This is an optimization exercise on Yosys and OpenROAD, whose aim is small area and a short achievable clock period, not a production implementation.
Function was checked by simulation only, so behaviour that the tests miss may differ from the original.
Power and IR drop assume default switching activity.

File: flow/run.sh
#!/bin/bash
# The standard layout (standard.sh), with two changes: the port buffers are
# sky130_fd_sc_hd__buf_1 instead of the delay-buffer cell buffer_ports picks by
# default, and timing repair aims for 5.5 ns of setup slack at the design's
# 10 ns clock (a shorter achieved period). Make's output goes to flow_make.log,
# each ORFS step's to orfs/logs/.
set -euo pipefail
bash standard.sh "BUFFER_PORTS_ARGS=-buffer_cell sky130_fd_sc_hd__buf_1" \
    SETUP_SLACK_MARGIN=5.5 finish > flow_make.log 2>&1
File: standard.sh
#!/bin/bash
# synth_recipe.tcl (not shown) runs the flow's synth.tcl, then flattens the netlist and writes it again
# the make line also repeats each setting of config.mk as NAME=value (left out here)
make -C /OpenROAD-flow-scripts/flow DESIGN_CONFIG=/design/flow/config.mk WORK_HOME=/design/flow/orfs CLKGATE_MAP_FILE= SYNTH_SCRIPT=/design/flow/synth_recipe.tcl "${@:-finish}"
File: config.mk
export PLATFORM = sky130hd
export DESIGN_NAME = ecc80_64
export DESIGN_NICKNAME = ecc80_64
export VERILOG_FILES = /design/flow/design.v
export SDC_FILE = /design/flow/constraint.sdc
export NUM_CORES = 4
export LEC_CHECK = 0
export CAP_MARGIN = 20
export CORE_MARGIN = 2
export CORE_UTILIZATION = 50
export GPL_TIMING_DRIVEN = 0
export SLEW_MARGIN = 20
export SYNTH_HIERARCHICAL = 1
export SYNTH_MINIMUM_KEEP_SIZE = 0
File: constraint.sdc
create_clock -name core_clock -period 10.0 [get_ports {clk}]
set_input_delay 2.0000 -clock core_clock [delete_from_list [all_inputs] [get_ports {clk}]]
set_output_delay 2.0000 -clock core_clock [all_outputs]
set_load 0.01 [all_outputs]
File: design.v
module ecc_x2 (input wire a, input wire b, output wire y);
    assign y = a ^ b;
endmodule
module ecc80_64 (
    input  wire        clk,
    input  wire [63:0] enc_data,
    output reg  [15:0] enc_check,     
    input  wire [79:0] dec_word,
    output reg  [63:0] dec_data,      
    output reg  [1:0]  dec_status,    
    output reg  [3:0]  dec_symbol     
);
    wire xe0;
    ecc_x2 u_xe0 (.a(enc_data[15]), .b(enc_data[23]), .y(xe0));
    wire xe1;
    ecc_x2 u_xe1 (.a(enc_data[0]), .b(enc_data[22]), .y(xe1));
    wire xe2;
    ecc_x2 u_xe2 (.a(enc_data[1]), .b(enc_data[8]), .y(xe2));
    wire xe3;
    ecc_x2 u_xe3 (.a(enc_data[18]), .b(enc_data[25]), .y(xe3));
    wire xe4;
    ecc_x2 u_xe4 (.a(enc_data[3]), .b(enc_data[10]), .y(xe4));
    wire xe5;
    ecc_x2 u_xe5 (.a(enc_data[31]), .b(xe0), .y(xe5));
    wire xe6;
    ecc_x2 u_xe6 (.a(enc_data[30]), .b(xe1), .y(xe6));
    wire xe7;
    ecc_x2 u_xe7 (.a(xe2), .b(xe5), .y(xe7));
    wire xe8;
    ecc_x2 u_xe8 (.a(enc_data[9]), .b(enc_data[16]), .y(xe8));
    wire xe9;
    ecc_x2 u_xe9 (.a(enc_data[6]), .b(enc_data[13]), .y(xe9));
    wire xe10;
    ecc_x2 u_xe10 (.a(enc_data[5]), .b(enc_data[12]), .y(xe10));
    wire xe11;
    ecc_x2 u_xe11 (.a(enc_data[32]), .b(xe3), .y(xe11));
    wire xe12;
    ecc_x2 u_xe12 (.a(enc_data[29]), .b(enc_data[36]), .y(xe12));
    wire xe13;
    ecc_x2 u_xe13 (.a(enc_data[4]), .b(enc_data[11]), .y(xe13));
    wire xe14;
    ecc_x2 u_xe14 (.a(enc_data[17]), .b(xe4), .y(xe14));
    wire xe15;
    ecc_x2 u_xe15 (.a(enc_data[37]), .b(xe6), .y(xe15));
    wire xe16;
    ecc_x2 u_xe16 (.a(enc_data[39]), .b(xe7), .y(xe16));
    wire xe17;
    ecc_x2 u_xe17 (.a(enc_data[20]), .b(enc_data[27]), .y(xe17));
    wire xe18;
    ecc_x2 u_xe18 (.a(enc_data[7]), .b(enc_data[14]), .y(xe18));
    wire xe19;
    ecc_x2 u_xe19 (.a(enc_data[49]), .b(enc_data[56]), .y(xe19));
    wire xe20;
    ecc_x2 u_xe20 (.a(enc_data[19]), .b(enc_data[26]), .y(xe20));
    wire xe21;
    ecc_x2 u_xe21 (.a(enc_data[2]), .b(xe8), .y(xe21));
    wire xe22;
    ecc_x2 u_xe22 (.a(enc_data[34]), .b(enc_data[41]), .y(xe22));
    wire xe23;
    ecc_x2 u_xe23 (.a(enc_data[33]), .b(enc_data[40]), .y(xe23));
    wire xe24;
    ecc_x2 u_xe24 (.a(enc_data[38]), .b(enc_data[46]), .y(xe24));
    wire xe25;
    ecc_x2 u_xe25 (.a(xe10), .b(xe12), .y(xe25));
    wire xe26;
    ecc_x2 u_xe26 (.a(xe9), .b(xe17), .y(xe26));
    wire xe27;
    ecc_x2 u_xe27 (.a(enc_data[24]), .b(xe14), .y(xe27));
    wire xe28;
    ecc_x2 u_xe28 (.a(enc_data[45]), .b(xe15), .y(xe28));
    wire xe29;
    ecc_x2 u_xe29 (.a(enc_data[47]), .b(xe16), .y(xe29));
    wire xe30;
    ecc_x2 u_xe30 (.a(enc_data[21]), .b(xe13), .y(xe30));
    wire xe31;
    ecc_x2 u_xe31 (.a(enc_data[48]), .b(xe22), .y(xe31));
    wire xe32;
    ecc_x2 u_xe32 (.a(enc_data[42]), .b(xe19), .y(xe32));
    wire xe33;
    ecc_x2 u_xe33 (.a(xe11), .b(xe32), .y(xe33));
    wire xe34;
    ecc_x2 u_xe34 (.a(xe21), .b(xe23), .y(xe34));
    wire xe35;
    ecc_x2 u_xe35 (.a(enc_data[44]), .b(enc_data[52]), .y(xe35));
    wire xe36;
    ecc_x2 u_xe36 (.a(enc_data[43]), .b(enc_data[50]), .y(xe36));
    wire xe37;
    ecc_x2 u_xe37 (.a(xe18), .b(xe20), .y(xe37));
    wire xe38;
    ecc_x2 u_xe38 (.a(enc_data[53]), .b(xe24), .y(xe38));
    wire xe39;
    ecc_x2 u_xe39 (.a(xe28), .b(xe35), .y(xe39));
    wire xe40;
    ecc_x2 u_xe40 (.a(enc_data[54]), .b(xe29), .y(xe40));
    wire xe41;
    ecc_x2 u_xe41 (.a(enc_data[28]), .b(enc_data[35]), .y(xe41));
    wire xe42;
    ecc_x2 u_xe42 (.a(enc_data[51]), .b(xe26), .y(xe42));
    wire xe43;
    ecc_x2 u_xe43 (.a(xe25), .b(xe36), .y(xe43));
    wire xe44;
    ecc_x2 u_xe44 (.a(xe30), .b(xe41), .y(xe44));
    wire xe45;
    ecc_x2 u_xe45 (.a(xe34), .b(xe37), .y(xe45));
    wire xe46;
    ecc_x2 u_xe46 (.a(xe27), .b(xe31), .y(xe46));
    wire xe47;
    ecc_x2 u_xe47 (.a(xe11), .b(xe40), .y(xe47));
    wire xe48;
    ecc_x2 u_xe48 (.a(enc_data[55]), .b(enc_data[62]), .y(xe48));
    wire xe49;
    ecc_x2 u_xe49 (.a(enc_data[61]), .b(xe9), .y(xe49));
    wire xe50;
    ecc_x2 u_xe50 (.a(xe38), .b(xe49), .y(xe50));
    wire xe51;
    ecc_x2 u_xe51 (.a(enc_data[60]), .b(xe25), .y(xe51));
    wire xe52;
    ecc_x2 u_xe52 (.a(xe33), .b(xe44), .y(xe52));
    wire xe53;
    ecc_x2 u_xe53 (.a(enc_data[58]), .b(xe42), .y(xe53));
    wire xe54;
    ecc_x2 u_xe54 (.a(enc_data[57]), .b(xe43), .y(xe54));
    wire xe55;
    ecc_x2 u_xe55 (.a(xe26), .b(xe46), .y(xe55));
    wire xe56;
    ecc_x2 u_xe56 (.a(xe45), .b(xe48), .y(xe56));
    wire xe57;
    ecc_x2 u_xe57 (.a(xe39), .b(xe51), .y(xe57));
    wire xe58;
    ecc_x2 u_xe58 (.a(enc_data[3]), .b(enc_data[59]), .y(xe58));
    wire xe59;
    ecc_x2 u_xe59 (.a(enc_data[55]), .b(enc_data[63]), .y(xe59));
    wire xe60;
    ecc_x2 u_xe60 (.a(enc_data[44]), .b(xe13), .y(xe60));
    wire xe61;
    ecc_x2 u_xe61 (.a(enc_data[34]), .b(xe4), .y(xe61));
    wire xe62;
    ecc_x2 u_xe62 (.a(enc_data[33]), .b(xe3), .y(xe62));
    wire xe63;
    ecc_x2 u_xe63 (.a(xe8), .b(xe19), .y(xe63));
    wire xe64;
    ecc_x2 u_xe64 (.a(xe10), .b(xe24), .y(xe64));
    wire xe65;
    ecc_x2 u_xe65 (.a(enc_data[43]), .b(xe58), .y(xe65));
    wire xe66;
    ecc_x2 u_xe66 (.a(enc_data[38]), .b(xe12), .y(xe66));
    wire xe67;
    ecc_x2 u_xe67 (.a(xe0), .b(xe20), .y(xe67));
    wire xe68;
    ecc_x2 u_xe68 (.a(xe6), .b(xe64), .y(xe68));
    wire xe69;
    ecc_x2 u_xe69 (.a(xe60), .b(xe67), .y(xe69));
    wire xe70;
    ecc_x2 u_xe70 (.a(xe31), .b(xe38), .y(xe70));
    wire xe71;
    ecc_x2 u_xe71 (.a(xe14), .b(xe62), .y(xe71));
    wire xe72;
    ecc_x2 u_xe72 (.a(xe61), .b(xe63), .y(xe72));
    wire xe73;
    ecc_x2 u_xe73 (.a(enc_data[29]), .b(xe30), .y(xe73));
    wire xe74;
    ecc_x2 u_xe74 (.a(xe18), .b(xe27), .y(xe74));
    wire xe75;
    ecc_x2 u_xe75 (.a(xe33), .b(xe70), .y(xe75));
    wire xe76;
    ecc_x2 u_xe76 (.a(xe15), .b(xe69), .y(xe76));
    wire xe77;
    ecc_x2 u_xe77 (.a(xe50), .b(xe73), .y(xe77));
    wire xe78;
    ecc_x2 u_xe78 (.a(xe7), .b(xe66), .y(xe78));
    wire xe79;
    ecc_x2 u_xe79 (.a(xe53), .b(xe76), .y(xe79));
    wire xe80;
    ecc_x2 u_xe80 (.a(enc_data[15]), .b(xe54), .y(xe80));
    wire xe81;
    ecc_x2 u_xe81 (.a(xe16), .b(xe75), .y(xe81));
    wire xe82;
    ecc_x2 u_xe82 (.a(xe21), .b(xe52), .y(xe82));
    wire xe83;
    ecc_x2 u_xe83 (.a(xe28), .b(xe77), .y(xe83));
    wire xe84;
    ecc_x2 u_xe84 (.a(xe56), .b(xe68), .y(xe84));
    wire xe85;
    ecc_x2 u_xe85 (.a(xe55), .b(xe59), .y(xe85));
    wire xe86;
    ecc_x2 u_xe86 (.a(xe39), .b(xe78), .y(xe86));
    wire xe87;
    ecc_x2 u_xe87 (.a(xe57), .b(xe81), .y(xe87));
    wire xe88;
    ecc_x2 u_xe88 (.a(xe29), .b(xe85), .y(xe88));
    wire xe89;
    ecc_x2 u_xe89 (.a(enc_data[22]), .b(enc_data[42]), .y(xe89));
    wire xe90;
    ecc_x2 u_xe90 (.a(enc_data[11]), .b(enc_data[35]), .y(xe90));
    wire xe91;
    ecc_x2 u_xe91 (.a(enc_data[11]), .b(enc_data[28]), .y(xe91));
    wire xe92;
    ecc_x2 u_xe92 (.a(enc_data[0]), .b(enc_data[7]), .y(xe92));
    wire xe93;
    ecc_x2 u_xe93 (.a(enc_data[2]), .b(enc_data[49]), .y(xe93));
    wire xe94;
    ecc_x2 u_xe94 (.a(enc_data[16]), .b(enc_data[56]), .y(xe94));
    wire xe95;
    ecc_x2 u_xe95 (.a(enc_data[19]), .b(enc_data[51]), .y(xe95));
    wire xe96;
    ecc_x2 u_xe96 (.a(enc_data[8]), .b(enc_data[48]), .y(xe96));
    wire xe97;
    ecc_x2 u_xe97 (.a(enc_data[13]), .b(enc_data[63]), .y(xe97));
    wire xe98;
    ecc_x2 u_xe98 (.a(enc_data[25]), .b(enc_data[32]), .y(xe98));
    wire xe99;
    ecc_x2 u_xe99 (.a(enc_data[20]), .b(enc_data[21]), .y(xe99));
    wire xe100;
    ecc_x2 u_xe100 (.a(xe17), .b(xe97), .y(xe100));
    wire xe101;
    ecc_x2 u_xe101 (.a(enc_data[59]), .b(xe98), .y(xe101));
    wire xe102;
    ecc_x2 u_xe102 (.a(xe89), .b(xe96), .y(xe102));
    wire xe103;
    ecc_x2 u_xe103 (.a(enc_data[1]), .b(xe94), .y(xe103));
    wire xe104;
    ecc_x2 u_xe104 (.a(xe2), .b(xe18), .y(xe104));
    wire xe105;
    ecc_x2 u_xe105 (.a(xe91), .b(xe99), .y(xe105));
    wire xe106;
    ecc_x2 u_xe106 (.a(xe20), .b(xe92), .y(xe106));
    wire xe107;
    ecc_x2 u_xe107 (.a(enc_data[6]), .b(xe13), .y(xe107));
    wire xe108;
    ecc_x2 u_xe108 (.a(enc_data[27]), .b(xe90), .y(xe108));
    wire xe109;
    ecc_x2 u_xe109 (.a(enc_data[9]), .b(xe93), .y(xe109));
    wire xe110;
    ecc_x2 u_xe110 (.a(xe23), .b(xe36), .y(xe110));
    wire xe111;
    ecc_x2 u_xe111 (.a(xe101), .b(xe110), .y(xe111));
    wire xe112;
    ecc_x2 u_xe112 (.a(xe37), .b(xe109), .y(xe112));
    wire xe113;
    ecc_x2 u_xe113 (.a(xe22), .b(xe103), .y(xe113));
    wire xe114;
    ecc_x2 u_xe114 (.a(xe65), .b(xe95), .y(xe114));
    wire xe115;
    ecc_x2 u_xe115 (.a(enc_data[26]), .b(xe65), .y(xe115));
    wire xe116;
    ecc_x2 u_xe116 (.a(xe10), .b(xe106), .y(xe116));
    wire xe117;
    ecc_x2 u_xe117 (.a(xe34), .b(xe116), .y(xe117));
    wire xe118;
    ecc_x2 u_xe118 (.a(xe34), .b(xe42), .y(xe118));
    wire xe119;
    ecc_x2 u_xe119 (.a(xe43), .b(xe72), .y(xe119));
    wire xe120;
    ecc_x2 u_xe120 (.a(xe71), .b(xe113), .y(xe120));
    wire xe121;
    ecc_x2 u_xe121 (.a(xe50), .b(xe105), .y(xe121));
    wire xe122;
    ecc_x2 u_xe122 (.a(xe1), .b(xe27), .y(xe122));
    wire xe123;
    ecc_x2 u_xe123 (.a(xe33), .b(xe115), .y(xe123));
    wire xe124;
    ecc_x2 u_xe124 (.a(xe102), .b(xe112), .y(xe124));
    wire xe125;
    ecc_x2 u_xe125 (.a(xe72), .b(xe111), .y(xe125));
    wire xe126;
    ecc_x2 u_xe126 (.a(xe44), .b(xe71), .y(xe126));
    wire xe127;
    ecc_x2 u_xe127 (.a(enc_data[18]), .b(xe119), .y(xe127));
    wire xe128;
    ecc_x2 u_xe128 (.a(xe46), .b(xe100), .y(xe128));
    wire xe129;
    ecc_x2 u_xe129 (.a(xe53), .b(xe125), .y(xe129));
    wire xe130;
    ecc_x2 u_xe130 (.a(xe124), .b(xe126), .y(xe130));
    wire xe131;
    ecc_x2 u_xe131 (.a(xe118), .b(xe123), .y(xe131));
    wire xe132;
    ecc_x2 u_xe132 (.a(xe54), .b(xe120), .y(xe132));
    wire xe133;
    ecc_x2 u_xe133 (.a(xe45), .b(xe52), .y(xe133));
    wire xe134;
    ecc_x2 u_xe134 (.a(xe74), .b(xe121), .y(xe134));
    wire xe135;
    ecc_x2 u_xe135 (.a(enc_data[5]), .b(xe74), .y(xe135));
    wire xe136;
    ecc_x2 u_xe136 (.a(xe80), .b(xe122), .y(xe136));
    wire xe137;
    ecc_x2 u_xe137 (.a(xe55), .b(xe104), .y(xe137));
    wire xe138;
    ecc_x2 u_xe138 (.a(xe79), .b(xe127), .y(xe138));
    wire xe139;
    ecc_x2 u_xe139 (.a(xe80), .b(xe130), .y(xe139));
    wire xe140;
    ecc_x2 u_xe140 (.a(xe79), .b(xe132), .y(xe140));
    wire xe141;
    ecc_x2 u_xe141 (.a(xe83), .b(xe135), .y(xe141));
    wire xe142;
    ecc_x2 u_xe142 (.a(xe56), .b(xe83), .y(xe142));
    wire xe143;
    ecc_x2 u_xe143 (.a(enc_data[14]), .b(xe82), .y(xe143));
    wire xe144;
    ecc_x2 u_xe144 (.a(enc_data[12]), .b(xe142), .y(xe144));
    wire xe145;
    ecc_x2 u_xe145 (.a(xe82), .b(xe137), .y(xe145));
    wire xe146;
    ecc_x2 u_xe146 (.a(xe57), .b(xe134), .y(xe146));
    wire xe147;
    ecc_x2 u_xe147 (.a(xe40), .b(xe84), .y(xe147));
    wire xe148;
    ecc_x2 u_xe148 (.a(xe133), .b(xe136), .y(xe148));
    wire xe149;
    ecc_x2 u_xe149 (.a(xe84), .b(xe107), .y(xe149));
    wire xe150;
    ecc_x2 u_xe150 (.a(xe86), .b(xe129), .y(xe150));
    wire xe151;
    ecc_x2 u_xe151 (.a(xe86), .b(xe131), .y(xe151));
    wire xe152;
    ecc_x2 u_xe152 (.a(xe88), .b(xe143), .y(xe152));
    wire xe153;
    ecc_x2 u_xe153 (.a(xe88), .b(xe117), .y(xe153));
    wire xe154;
    ecc_x2 u_xe154 (.a(xe87), .b(xe114), .y(xe154));
    wire xe155;
    ecc_x2 u_xe155 (.a(xe47), .b(xe146), .y(xe155));
    wire xe156;
    ecc_x2 u_xe156 (.a(xe47), .b(xe149), .y(xe156));
    wire xe157;
    ecc_x2 u_xe157 (.a(xe87), .b(xe108), .y(xe157));
    wire xe158;
    ecc_x2 u_xe158 (.a(xe47), .b(xe141), .y(xe158));
    wire xe159;
    ecc_x2 u_xe159 (.a(xe128), .b(xe147), .y(xe159));
    wire xe160;
    ecc_x2 u_xe160 (.a(xe47), .b(xe144), .y(xe160));
    wire [15:0] enc_c = {xe145, xe153, xe156, xe158, xe157, xe151, xe138, xe139, xe152, xe159, xe160, xe155, xe154, xe150, xe140, xe148};
    always @(posedge clk)
        enc_check <= enc_c;
    wire xs0;
    ecc_x2 u_xs0 (.a(dec_word[47]), .b(dec_word[75]), .y(xs0));
    wire xs1;
    ecc_x2 u_xs1 (.a(dec_word[54]), .b(dec_word[68]), .y(xs1));
    wire xs2;
    ecc_x2 u_xs2 (.a(dec_word[61]), .b(xs0), .y(xs2));
    wire xs3;
    ecc_x2 u_xs3 (.a(xs1), .b(xs2), .y(xs3));
    wire xs4;
    ecc_x2 u_xs4 (.a(dec_word[44]), .b(dec_word[65]), .y(xs4));
    wire xs5;
    ecc_x2 u_xs5 (.a(dec_word[29]), .b(dec_word[43]), .y(xs5));
    wire xs6;
    ecc_x2 u_xs6 (.a(dec_word[23]), .b(dec_word[51]), .y(xs6));
    wire xs7;
    ecc_x2 u_xs7 (.a(dec_word[15]), .b(dec_word[64]), .y(xs7));
    wire xs8;
    ecc_x2 u_xs8 (.a(dec_word[22]), .b(dec_word[50]), .y(xs8));
    wire xs9;
    ecc_x2 u_xs9 (.a(dec_word[45]), .b(dec_word[73]), .y(xs9));
    wire xs10;
    ecc_x2 u_xs10 (.a(dec_word[62]), .b(dec_word[76]), .y(xs10));
    wire xs11;
    ecc_x2 u_xs11 (.a(dec_word[46]), .b(dec_word[53]), .y(xs11));
    wire xs12;
    ecc_x2 u_xs12 (.a(dec_word[30]), .b(dec_word[58]), .y(xs12));
    wire xs13;
    ecc_x2 u_xs13 (.a(dec_word[38]), .b(dec_word[59]), .y(xs13));
    wire xs14;
    ecc_x2 u_xs14 (.a(dec_word[55]), .b(dec_word[69]), .y(xs14));
    wire xs15;
    ecc_x2 u_xs15 (.a(dec_word[60]), .b(dec_word[67]), .y(xs15));
    wire xs16;
    ecc_x2 u_xs16 (.a(dec_word[36]), .b(dec_word[57]), .y(xs16));
    wire xs17;
    ecc_x2 u_xs17 (.a(dec_word[37]), .b(dec_word[72]), .y(xs17));
    wire xs18;
    ecc_x2 u_xs18 (.a(dec_word[31]), .b(dec_word[66]), .y(xs18));
    wire xs19;
    ecc_x2 u_xs19 (.a(dec_word[39]), .b(dec_word[74]), .y(xs19));
    wire xs20;
    ecc_x2 u_xs20 (.a(xs5), .b(xs16), .y(xs20));
    wire xs21;
    ecc_x2 u_xs21 (.a(xs6), .b(xs12), .y(xs21));
    wire xs22;
    ecc_x2 u_xs22 (.a(dec_word[52]), .b(xs9), .y(xs22));
    wire xs23;
    ecc_x2 u_xs23 (.a(xs15), .b(xs19), .y(xs23));
    wire xs24;
    ecc_x2 u_xs24 (.a(xs10), .b(xs14), .y(xs24));
    wire xs25;
    ecc_x2 u_xs25 (.a(xs7), .b(xs8), .y(xs25));
    wire xs26;
    ecc_x2 u_xs26 (.a(xs4), .b(xs17), .y(xs26));
    wire xs27;
    ecc_x2 u_xs27 (.a(xs13), .b(xs18), .y(xs27));
    wire xs28;
    ecc_x2 u_xs28 (.a(xs21), .b(xs26), .y(xs28));
    wire xs29;
    ecc_x2 u_xs29 (.a(xs20), .b(xs25), .y(xs29));
    wire xs30;
    ecc_x2 u_xs30 (.a(xs22), .b(xs27), .y(xs30));
    wire xs31;
    ecc_x2 u_xs31 (.a(xs11), .b(xs23), .y(xs31));
    wire xs32;
    ecc_x2 u_xs32 (.a(dec_word[70]), .b(dec_word[77]), .y(xs32));
    wire xs33;
    ecc_x2 u_xs33 (.a(dec_word[71]), .b(dec_word[78]), .y(xs33));
    wire xs34;
    ecc_x2 u_xs34 (.a(dec_word[63]), .b(xs32), .y(xs34));
    wire xs35;
    ecc_x2 u_xs35 (.a(xs3), .b(xs24), .y(xs35));
    wire xs36;
    ecc_x2 u_xs36 (.a(dec_word[79]), .b(xs31), .y(xs36));
    wire xs37;
    ecc_x2 u_xs37 (.a(xs28), .b(xs34), .y(xs37));
    wire xs38;
    ecc_x2 u_xs38 (.a(xs30), .b(xs33), .y(xs38));
    wire xs39;
    ecc_x2 u_xs39 (.a(xs3), .b(xs36), .y(xs39));
    wire xs40;
    ecc_x2 u_xs40 (.a(xs29), .b(xs35), .y(xs40));
    wire xs41;
    ecc_x2 u_xs41 (.a(dec_word[0]), .b(dec_word[32]), .y(xs41));
    wire xs42;
    ecc_x2 u_xs42 (.a(dec_word[13]), .b(dec_word[45]), .y(xs42));
    wire xs43;
    ecc_x2 u_xs43 (.a(dec_word[33]), .b(dec_word[40]), .y(xs43));
    wire xs44;
    ecc_x2 u_xs44 (.a(dec_word[49]), .b(dec_word[65]), .y(xs44));
    wire xs45;
    ecc_x2 u_xs45 (.a(dec_word[16]), .b(dec_word[24]), .y(xs45));
    wire xs46;
    ecc_x2 u_xs46 (.a(dec_word[31]), .b(dec_word[55]), .y(xs46));
    wire xs47;
    ecc_x2 u_xs47 (.a(dec_word[10]), .b(dec_word[24]), .y(xs47));
    wire xs48;
    ecc_x2 u_xs48 (.a(dec_word[26]), .b(dec_word[34]), .y(xs48));
    wire xs49;
    ecc_x2 u_xs49 (.a(dec_word[28]), .b(dec_word[42]), .y(xs49));
    wire xs50;
    ecc_x2 u_xs50 (.a(dec_word[59]), .b(dec_word[75]), .y(xs50));
    wire xs51;
    ecc_x2 u_xs51 (.a(dec_word[18]), .b(dec_word[58]), .y(xs51));
    wire xs52;
    ecc_x2 u_xs52 (.a(dec_word[36]), .b(dec_word[60]), .y(xs52));
    wire xs53;
    ecc_x2 u_xs53 (.a(dec_word[42]), .b(dec_word[66]), .y(xs53));
    wire xs54;
    ecc_x2 u_xs54 (.a(dec_word[9]), .b(dec_word[79]), .y(xs54));
    wire xs55;
    ecc_x2 u_xs55 (.a(dec_word[15]), .b(dec_word[71]), .y(xs55));
    wire xs56;
    ecc_x2 u_xs56 (.a(dec_word[10]), .b(dec_word[74]), .y(xs56));
    wire xs57;
    ecc_x2 u_xs57 (.a(dec_word[8]), .b(dec_word[56]), .y(xs57));
    wire xs58;
    ecc_x2 u_xs58 (.a(dec_word[46]), .b(dec_word[70]), .y(xs58));
    wire xs59;
    ecc_x2 u_xs59 (.a(dec_word[53]), .b(dec_word[61]), .y(xs59));
    wire xs60;
    ecc_x2 u_xs60 (.a(dec_word[3]), .b(dec_word[17]), .y(xs60));
    wire xs61;
    ecc_x2 u_xs61 (.a(dec_word[4]), .b(dec_word[20]), .y(xs61));
    wire xs62;
    ecc_x2 u_xs62 (.a(dec_word[3]), .b(dec_word[19]), .y(xs62));
    wire xs63;
    ecc_x2 u_xs63 (.a(dec_word[27]), .b(dec_word[48]), .y(xs63));
    wire xs64;
    ecc_x2 u_xs64 (.a(dec_word[57]), .b(dec_word[73]), .y(xs64));
    wire xs65;
    ecc_x2 u_xs65 (.a(dec_word[14]), .b(dec_word[62]), .y(xs65));
    wire xs66;
    ecc_x2 u_xs66 (.a(dec_word[51]), .b(dec_word[67]), .y(xs66));
    wire xs67;
    ecc_x2 u_xs67 (.a(dec_word[47]), .b(dec_word[79]), .y(xs67));
    wire xs68;
    ecc_x2 u_xs68 (.a(dec_word[28]), .b(dec_word[68]), .y(xs68));
    wire xs69;
    ecc_x2 u_xs69 (.a(dec_word[11]), .b(dec_word[27]), .y(xs69));
    wire xs70;
    ecc_x2 u_xs70 (.a(dec_word[5]), .b(dec_word[69]), .y(xs70));
    wire xs71;
    ecc_x2 u_xs71 (.a(dec_word[38]), .b(dec_word[78]), .y(xs71));
    wire xs72;
    ecc_x2 u_xs72 (.a(dec_word[7]), .b(dec_word[35]), .y(xs72));
    wire xs73;
    ecc_x2 u_xs73 (.a(dec_word[4]), .b(dec_word[11]), .y(xs73));
    wire xs74;
    ecc_x2 u_xs74 (.a(dec_word[23]), .b(dec_word[63]), .y(xs74));
    wire xs75;
    ecc_x2 u_xs75 (.a(dec_word[12]), .b(dec_word[44]), .y(xs75));
    wire xs76;
    ecc_x2 u_xs76 (.a(dec_word[40]), .b(dec_word[48]), .y(xs76));
    wire xs77;
    ecc_x2 u_xs77 (.a(dec_word[6]), .b(dec_word[54]), .y(xs77));
    wire xs78;
    ecc_x2 u_xs78 (.a(dec_word[6]), .b(dec_word[13]), .y(xs78));
    wire xs79;
    ecc_x2 u_xs79 (.a(dec_word[17]), .b(dec_word[33]), .y(xs79));
    wire xs80;
    ecc_x2 u_xs80 (.a(dec_word[22]), .b(dec_word[30]), .y(xs80));
    wire xs81;
    ecc_x2 u_xs81 (.a(dec_word[20]), .b(dec_word[34]), .y(xs81));
    wire xs82;
    ecc_x2 u_xs82 (.a(dec_word[12]), .b(dec_word[19]), .y(xs82));
    wire xs83;
    ecc_x2 u_xs83 (.a(dec_word[64]), .b(dec_word[72]), .y(xs83));
    wire xs84;
    ecc_x2 u_xs84 (.a(dec_word[14]), .b(dec_word[21]), .y(xs84));
    wire xs85;
    ecc_x2 u_xs85 (.a(dec_word[1]), .b(dec_word[41]), .y(xs85));
    wire xs86;
    ecc_x2 u_xs86 (.a(dec_word[2]), .b(dec_word[16]), .y(xs86));
    wire xs87;
    ecc_x2 u_xs87 (.a(dec_word[21]), .b(dec_word[29]), .y(xs87));
    wire xs88;
    ecc_x2 u_xs88 (.a(dec_word[9]), .b(dec_word[25]), .y(xs88));
    wire xs89;
    ecc_x2 u_xs89 (.a(dec_word[49]), .b(dec_word[56]), .y(xs89));
    wire xs90;
    ecc_x2 u_xs90 (.a(dec_word[52]), .b(dec_word[76]), .y(xs90));
    wire xs91;
    ecc_x2 u_xs91 (.a(dec_word[7]), .b(dec_word[39]), .y(xs91));
    wire xs92;
    ecc_x2 u_xs92 (.a(dec_word[2]), .b(dec_word[50]), .y(xs92));
    wire xs93;
    ecc_x2 u_xs93 (.a(dec_word[18]), .b(dec_word[25]), .y(xs93));
    wire xs94;
    ecc_x2 u_xs94 (.a(dec_word[5]), .b(dec_word[26]), .y(xs94));
    wire xs95;
    ecc_x2 u_xs95 (.a(dec_word[35]), .b(dec_word[43]), .y(xs95));
    wire xs96;
    ecc_x2 u_xs96 (.a(dec_word[37]), .b(dec_word[77]), .y(xs96));
    wire xs97;
    ecc_x2 u_xs97 (.a(dec_word[1]), .b(dec_word[8]), .y(xs97));
    wire xs98;
    ecc_x2 u_xs98 (.a(xs33), .b(xs97), .y(xs98));
    wire xs99;
    ecc_x2 u_xs99 (.a(xs53), .b(xs56), .y(xs99));
    wire xs100;
    ecc_x2 u_xs100 (.a(xs82), .b(xs94), .y(xs100));
    wire xs101;
    ecc_x2 u_xs101 (.a(xs42), .b(xs70), .y(xs101));
    wire xs102;
    ecc_x2 u_xs102 (.a(xs55), .b(xs67), .y(xs102));
    wire xs103;
    ecc_x2 u_xs103 (.a(xs59), .b(xs96), .y(xs103));
    wire xs104;
    ecc_x2 u_xs104 (.a(dec_word[41]), .b(xs63), .y(xs104));
    wire xs105;
    ecc_x2 u_xs105 (.a(xs62), .b(xs69), .y(xs105));
    wire xs106;
    ecc_x2 u_xs106 (.a(xs49), .b(xs72), .y(xs106));
    wire xs107;
    ecc_x2 u_xs107 (.a(xs51), .b(xs92), .y(xs107));
    wire xs108;
    ecc_x2 u_xs108 (.a(xs44), .b(xs88), .y(xs108));
    wire xs109;
    ecc_x2 u_xs109 (.a(xs76), .b(xs83), .y(xs109));
    wire xs110;
    ecc_x2 u_xs110 (.a(xs65), .b(xs80), .y(xs110));
    wire xs111;
    ecc_x2 u_xs111 (.a(xs45), .b(xs57), .y(xs111));
    wire xs112;
    ecc_x2 u_xs112 (.a(xs52), .b(xs75), .y(xs112));
    wire xs113;
    ecc_x2 u_xs113 (.a(xs78), .b(xs81), .y(xs113));
    wire xs114;
    ecc_x2 u_xs114 (.a(xs50), .b(xs95), .y(xs114));
    wire xs115;
    ecc_x2 u_xs115 (.a(xs73), .b(xs93), .y(xs115));
    wire xs116;
    ecc_x2 u_xs116 (.a(xs58), .b(xs71), .y(xs116));
    wire xs117;
    ecc_x2 u_xs117 (.a(xs47), .b(xs60), .y(xs117));
    wire xs118;
    ecc_x2 u_xs118 (.a(xs61), .b(xs90), .y(xs118));
    wire xs119;
    ecc_x2 u_xs119 (.a(xs79), .b(xs85), .y(xs119));
    wire xs120;
    ecc_x2 u_xs120 (.a(xs84), .b(xs89), .y(xs120));
    wire xs121;
    ecc_x2 u_xs121 (.a(xs46), .b(xs91), .y(xs121));
    wire xs122;
    ecc_x2 u_xs122 (.a(xs54), .b(xs86), .y(xs122));
    wire xs123;
    ecc_x2 u_xs123 (.a(xs87), .b(xs101), .y(xs123));
    wire xs124;
    ecc_x2 u_xs124 (.a(dec_word[0]), .b(xs34), .y(xs124));
    wire xs125;
    ecc_x2 u_xs125 (.a(xs68), .b(xs112), .y(xs125));
    wire xs126;
    ecc_x2 u_xs126 (.a(xs24), .b(xs98), .y(xs126));
    wire xs127;
    ecc_x2 u_xs127 (.a(xs99), .b(xs107), .y(xs127));
    wire xs128;
    ecc_x2 u_xs128 (.a(xs64), .b(xs119), .y(xs128));
    wire xs129;
    ecc_x2 u_xs129 (.a(xs104), .b(xs113), .y(xs129));
    wire xs130;
    ecc_x2 u_xs130 (.a(xs106), .b(xs120), .y(xs130));
    wire xs131;
    ecc_x2 u_xs131 (.a(xs109), .b(xs111), .y(xs131));
    wire xs132;
    ecc_x2 u_xs132 (.a(xs74), .b(xs121), .y(xs132));
    wire xs133;
    ecc_x2 u_xs133 (.a(xs77), .b(xs110), .y(xs133));
    wire xs134;
    ecc_x2 u_xs134 (.a(xs105), .b(xs114), .y(xs134));
    wire xs135;
    ecc_x2 u_xs135 (.a(dec_word[32]), .b(xs115), .y(xs135));
    wire xs136;
    ecc_x2 u_xs136 (.a(xs43), .b(xs100), .y(xs136));
    wire xs137;
    ecc_x2 u_xs137 (.a(xs29), .b(xs135), .y(xs137));
    wire xs138;
    ecc_x2 u_xs138 (.a(xs108), .b(xs128), .y(xs138));
    wire xs139;
    ecc_x2 u_xs139 (.a(xs118), .b(xs125), .y(xs139));
    wire xs140;
    ecc_x2 u_xs140 (.a(xs28), .b(xs136), .y(xs140));
    wire xs141;
    ecc_x2 u_xs141 (.a(xs28), .b(xs117), .y(xs141));
    wire xs142;
    ecc_x2 u_xs142 (.a(xs30), .b(xs129), .y(xs142));
    wire xs143;
    ecc_x2 u_xs143 (.a(xs31), .b(xs130), .y(xs143));
    wire xs144;
    ecc_x2 u_xs144 (.a(xs41), .b(xs131), .y(xs144));
    wire xs145;
    ecc_x2 u_xs145 (.a(xs66), .b(xs134), .y(xs145));
    wire xs146;
    ecc_x2 u_xs146 (.a(xs102), .b(xs132), .y(xs146));
    wire xs147;
    ecc_x2 u_xs147 (.a(xs116), .b(xs133), .y(xs147));
    wire xs148;
    ecc_x2 u_xs148 (.a(xs48), .b(xs127), .y(xs148));
    wire xs149;
    ecc_x2 u_xs149 (.a(xs103), .b(xs123), .y(xs149));
    wire xs150;
    ecc_x2 u_xs150 (.a(xs38), .b(xs140), .y(xs150));
    wire xs151;
    ecc_x2 u_xs151 (.a(xs30), .b(xs37), .y(xs151));
    wire xs152;
    ecc_x2 u_xs152 (.a(xs37), .b(xs126), .y(xs152));
    wire xs153;
    ecc_x2 u_xs153 (.a(xs29), .b(xs141), .y(xs153));
    wire xs154;
    ecc_x2 u_xs154 (.a(xs35), .b(xs143), .y(xs154));
    wire xs155;
    ecc_x2 u_xs155 (.a(xs38), .b(xs122), .y(xs155));
    wire xs156;
    ecc_x2 u_xs156 (.a(xs40), .b(xs124), .y(xs156));
    wire xs157;
    ecc_x2 u_xs157 (.a(xs39), .b(xs142), .y(xs157));
    wire xs158;
    ecc_x2 u_xs158 (.a(xs137), .b(xs151), .y(xs158));
    wire xs159;
    ecc_x2 u_xs159 (.a(xs31), .b(xs150), .y(xs159));
    wire xs160;
    ecc_x2 u_xs160 (.a(xs39), .b(xs153), .y(xs160));
    wire xs161;
    ecc_x2 u_xs161 (.a(xs40), .b(xs155), .y(xs161));
    wire [7:0] s0 = {xs146, xs147, xs149, xs139, xs145, xs148, xs138, xs144};
    wire [7:0] s1 = {xs154, xs157, xs159, xs158, xs160, xs161, xs152, xs156};
    wire xp0;
    ecc_x2 u_xp0 (.a(s0[6]), .b(s0[7]), .y(xp0));
    wire xp1;
    ecc_x2 u_xp1 (.a(s0[4]), .b(s0[5]), .y(xp1));
    wire xp2;
    ecc_x2 u_xp2 (.a(s0[3]), .b(s0[7]), .y(xp2));
    wire xp3;
    ecc_x2 u_xp3 (.a(s0[0]), .b(s0[6]), .y(xp3));
    wire xp4;
    ecc_x2 u_xp4 (.a(s0[1]), .b(s0[5]), .y(xp4));
    wire xp5;
    ecc_x2 u_xp5 (.a(s0[3]), .b(s0[4]), .y(xp5));
    wire xp6;
    ecc_x2 u_xp6 (.a(s0[2]), .b(xp0), .y(xp6));
    wire xp7;
    ecc_x2 u_xp7 (.a(s0[1]), .b(s0[2]), .y(xp7));
    wire xp8;
    ecc_x2 u_xp8 (.a(xp1), .b(xp3), .y(xp8));
    wire xp9;
    ecc_x2 u_xp9 (.a(xp0), .b(xp4), .y(xp9));
    wire xp10;
    ecc_x2 u_xp10 (.a(s0[3]), .b(xp1), .y(xp10));
    wire xp11;
    ecc_x2 u_xp11 (.a(s0[2]), .b(xp5), .y(xp11));
    wire xp12;
    ecc_x2 u_xp12 (.a(xp2), .b(xp7), .y(xp12));
    wire xp13;
    ecc_x2 u_xp13 (.a(s0[0]), .b(s0[2]), .y(xp13));
    wire xp14;
    ecc_x2 u_xp14 (.a(s0[3]), .b(s0[6]), .y(xp14));
    wire xp15;
    ecc_x2 u_xp15 (.a(xp3), .b(xp7), .y(xp15));
    wire xp16;
    ecc_x2 u_xp16 (.a(s0[1]), .b(xp5), .y(xp16));
    wire xp17;
    ecc_x2 u_xp17 (.a(s0[7]), .b(xp1), .y(xp17));
    wire xp18;
    ecc_x2 u_xp18 (.a(s0[1]), .b(s0[7]), .y(xp18));
    wire xp19;
    ecc_x2 u_xp19 (.a(s0[2]), .b(s0[5]), .y(xp19));
    wire xp20;
    ecc_x2 u_xp20 (.a(s0[5]), .b(s0[7]), .y(xp20));
    wire xp21;
    ecc_x2 u_xp21 (.a(s0[4]), .b(s0[6]), .y(xp21));
    wire xp22;
    ecc_x2 u_xp22 (.a(s0[2]), .b(s0[7]), .y(xp22));
    wire xp23;
    ecc_x2 u_xp23 (.a(xp14), .b(xp19), .y(xp23));
    wire xp24;
    ecc_x2 u_xp24 (.a(s0[1]), .b(xp0), .y(xp24));
    wire xp25;
    ecc_x2 u_xp25 (.a(s0[5]), .b(xp3), .y(xp25));
    wire xp26;
    ecc_x2 u_xp26 (.a(xp1), .b(xp7), .y(xp26));
    wire xp27;
    ecc_x2 u_xp27 (.a(xp0), .b(xp5), .y(xp27));
    wire xp28;
    ecc_x2 u_xp28 (.a(s0[5]), .b(xp2), .y(xp28));
    wire xp29;
    ecc_x2 u_xp29 (.a(xp4), .b(xp14), .y(xp29));
    wire xp30;
    ecc_x2 u_xp30 (.a(xp2), .b(xp13), .y(xp30));
    wire xp31;
    ecc_x2 u_xp31 (.a(s0[0]), .b(xp4), .y(xp31));
    wire xp32;
    ecc_x2 u_xp32 (.a(xp0), .b(xp16), .y(xp32));
    wire xp33;
    ecc_x2 u_xp33 (.a(s0[0]), .b(xp16), .y(xp33));
    wire xp34;
    ecc_x2 u_xp34 (.a(s0[4]), .b(xp6), .y(xp34));
    wire xp35;
    ecc_x2 u_xp35 (.a(xp13), .b(xp17), .y(xp35));
    wire [7:0] p0 = s0;
    wire [7:0] p1 = {s0[6], s0[5], s0[4], xp2, xp22, xp18, s0[0], s0[7]};
    wire [7:0] p2 = {s0[5], s0[4], xp2, xp6, xp24, xp3, s0[7], s0[6]};
    wire [7:0] p3 = {s0[4], xp2, xp6, xp9, xp25, xp20, s0[6], s0[5]};
    wire [7:0] p4 = {xp2, xp6, xp9, xp8, xp17, xp21, s0[5], s0[4]};
    wire [7:0] p5 = {xp6, xp9, xp8, xp10, xp27, xp28, s0[4], xp2};
    wire [7:0] p6 = {xp9, xp8, xp10, xp11, xp23, xp34, xp2, xp6};
    wire [7:0] p7 = {xp8, xp10, xp11, xp12, xp26, xp29, xp6, xp9};
    wire [7:0] p8 = {xp10, xp11, xp12, xp15, xp33, xp35, xp9, xp8};
    wire [7:0] p9 = {xp11, xp12, xp15, xp31, xp30, xp32, xp8, xp10};
    wire [9:0] z = {s1 == p9, s1 == p8, s1 == p7, s1 == p6, s1 == p5,
                    s1 == p4, s1 == p3, s1 == p2, s1 == p1, s1 == p0};
    wire s0nz = |s0;
    wire anyz = |z;
    reg [63:0] fixed;
    reg [3:0]  symbol;
    integer i;
    always @(*) begin
        for (i = 0; i < 8; i = i + 1)
            fixed[8*i +: 8] = dec_word[8*i +: 8] ^ (s0 & {8{z[i]}});
        symbol[0] = ~anyz | (s0nz & (z[1] | z[3] | z[5] | z[7] | z[9]));
        symbol[1] = ~anyz | (s0nz & (z[2] | z[3] | z[6] | z[7]));
        symbol[2] = ~anyz | (s0nz & (z[4] | z[5] | z[6] | z[7]));
        symbol[3] = ~anyz | (s0nz & (z[8] | z[9]));
    end
    always @(posedge clk) begin
        dec_data   <= fixed;
        dec_status <= {~anyz, s0nz & anyz};
        dec_symbol <= symbol;
    end
endmodule
==> flow_summary.yaml <==
floorplan:
  start_util_pct: 51.6
  dieArea_um2: 14700
  num_rows: 42
  core_area_um2: 13300
  die_width_um: 121
  ios: 231
  die_height_um: 121
setup_path:
  critPathCapture: "dec_symbol[1]"
  critical_path.top_delay_family: "XOR/XNOR gates"
  crit_start: "dec_word[1]"
  arrival_ns: 4.94
  worstPathMaxFanout: 10
  crit_path_max_incr_delay_ns: 0.45
  cpMostUsedCell: "xor2_1"
  cp-start-kind: "input pin"
  timing.critical_path.buf_inv: 4
  required_ns: 10.22
  path_class: "input pin to register"
  cp-end-kind: "register"
  path_cells: "buf_2 > xor2_1 > xor2_1 > xor2_1 > xor2_4 > buf_12 > xor2_4 > buf_4 > xor2_1 > xnor2_1 > nand4_1 > nor2_4 > buf_8 > nor4_1 > o21ai_1"
  crit_slowest_cell: "nor4_1"
  crit_cells: 15
clock_network:
  clockBufferDepth: 2
  root_buffer: "clkbuf_16"
  path_clk_slew_ns: 0.07
  holdBufCountCts: 0
  cts_buffers: 9
  cts_tree: "built"
  cts_sinks: 86
  htree_levels: 3
power_and_ir_drop:
  leakage_uw: 0.00414
  power.total_uw: 4410
  ir_worst_vdd_v: 0.000302
  pwr_density_cell_nw_per_um2: 434
sta:
  final_max_slew_viol_count: 0
  fmax_mhz: 212
  setup_tns_ns: 0
  worstMarginPinSlew_ns: 0.522
  hold_viol: 0
  finalCritPeriodShare_pct: 47.1
  rsz0062_at_grt: "yes"
  period_needed_ns: 4.71
  max-slew-margin-rel_pct: 65.1
  finalSetupViolCount: 0
routing:
  vias_per_cell: 4.82
  ant_nets: 0
  wl_per_cell_um: 18.3
  drt_first_pass_iters: 4
  post-route-drc-count: 0
  dr_total_vias: 5953
  drt_iter0_markers: 322
  wl_um: 22600
yosys:
  ys_ff_latch: 86
  ys.flop_type: "dfxtp_1"
  synth_edf_count: 0
  avgSynthCellArea_um2: 9.54
  syn-cell-area_um2: 6890
  ys_async_sr_fraction_pct: 0
  yosys_warnings: 7
  ys_types: 23
  syn-num-nets: 868
  ys_seq_area_share_pct: 25.0
  netlist_instances: 723
finish:
  layout_commonest_cell: "xor2_1"
  drive_gt1_share_pct: 25.9
  fillers: 962
  antennaDiodeCount: 0
  nNetsFinal: 1201
  final_cell_mix: "xor2_1, buf_1, xnor2_1"
  seq_area_um2: 1720
  multiInputGateArea_um2: 5750
  area_growth_pct: 47.6
place:
  io_buffers: 230
  place_hpwl_um: 15700
  gp_congestion: 0.880
global_route:
  track_usage_pct: 28.6
  grt_pass1_wl_um: 31800
  grt_max_degree: 16
  grt_pass1_vias: 6068
  grt-ovfl-total: 0
  antenna_found_initial: 0
run:
  maxCapViolCount: 0
hold_path:
  hp-class: "input pin to register"
outcome:
  outcome: "timing/DRC/antenna clean"
## where the power goes
part,internal [µW],switching [µW],leakage [µW]
clock network,202,155,0.000147
logic,1740,1860,0.00327
registers,428,21.0,0.000724
## stage by stage
stage                     std cells  area (µm²)  util [%]  hold slack, ns  worst slack [ns]
after global routing           1236       10200      76.2            1.85              5.21
after global placement         1129        8100      60.7            2.31              4.56
final                          1236       10200      76.2            1.84              5.29
after floorplan                 723        7020         -            2.10              5.37
after CTS                      1195        9290      69.6            1.84              5.50
after detailed placement       1129        8100      60.7            2.32              4.51
## cells by family after synthesis
logic type                synth area share (%)
and+or+nand+nor                           7.84
DFF                                       25.0
buffers and inverters                     2.85
muxes                                    0.145
xor gates and xnor gates                  63.9
AOI/OAI and AO/OA                        0.290
## flip-flops by register name (all words and copies together), names as in the netlist
| name | flops |
|---|---|
| enc_check | 16 |
| dec_status | 2 |
| dec_symbol | 4 |
| dec_data | 64 |
## Yosys cell counts, types with 2 or more instances
master    count  area, µm²
nor4_1        3       18.8
buf_2         7       35.0
nand4_1      16        100
clkbuf_1      2       7.51
dfxtp_1      86       1720
or4_1         2       15.0
nand4_2       3       37.5
nor2_4        4       45.0
buf_6        10        113
o21ai_1       2       10.0
xor2_1      367       3210
nand2_1      64        240
nor2_2        6       37.5
buf_4         5       37.5
nor2_1        3       11.3
xnor2_1     136       1190
## worst min path at each step
stage,startpoint,endpoint,slack (ns),cells after the start
6_report,dec_word[22],dec_data[22],1.84,2
3_3_place_gp,dec_word[33],dec_data[33],2.31,2
2_1_floorplan,dec_word[12],dec_data[12],2.10,1
4_1_cts,dec_word[47],dec_data[47],1.84,2
5_1_grt,dec_word[22],dec_data[22],1.85,2
3_5_place_dp,dec_word[0],dec_data[0],2.32,2
## what timing repair did
item | in CTS | in global routing
pin swaps | 57 | 65
endpoints found under the hold margin | 0 | 0
gates resized for setup | 96 | 106
cloned | 0 | 2
setup buffers | 51 | 39
endpoints found under the setup margin | 70 | 71
## cell type report
| cell class | count | area share, % |
|---|---|---|
| Multi-Input combinational cell | 612 | 56.5 |
| Sequential cell | 86 | 16.9 |
| Inverter | 1 | 0.0369 |
| Clock buffer | 10 | 2.35 |
| Timing Repair Buffer | 322 | 19.2 |
| Clock inverter | 5 | 0.652 |
| Tap cell | 176 | 2.16 |
| Buffer | 24 | 2.14 |
## layer usage
layer	global-route usage [%]	part of all wire (%)
met1	35.8	41
met5	0	0
met4	11.1	3.8
met3	5.26	7.1
met2	48.6	49
## modules after synthesis, one instance, submodules excluded
module	times used	cells inside	cell area, µm²
ecc80_64	1	364	3750
ecc_x2	359	1	8.76

==> static timing again, ports no longer ideal <==
The flow's constraints put no driver on any port. The routed layout listed below was extracted and timed again, unchanged, in two steps.
Step 1: set_driving_cell puts a clkbuf_16 on clk and a buf_2 on each other input, an assumption about the parent block.
Step 2, shift: input delay + t, output delay - t, t = (earliest + latest rising clock arrival at the registers) / 2. This alone moves slack from input paths to output paths.
Three values: ideal, step 1, step 2; two values: the first two.
shift t [ns]: 0.390
setup WS [ns]: 5.286 / 5.310 / 4.920
latest minus earliest clock arrival (ns): 0.012 / 0.012
After both steps setup and hold are still met in this run. The setup slack of this run moves by +0.024 ns with the drivers and by -0.366 ns with both steps.
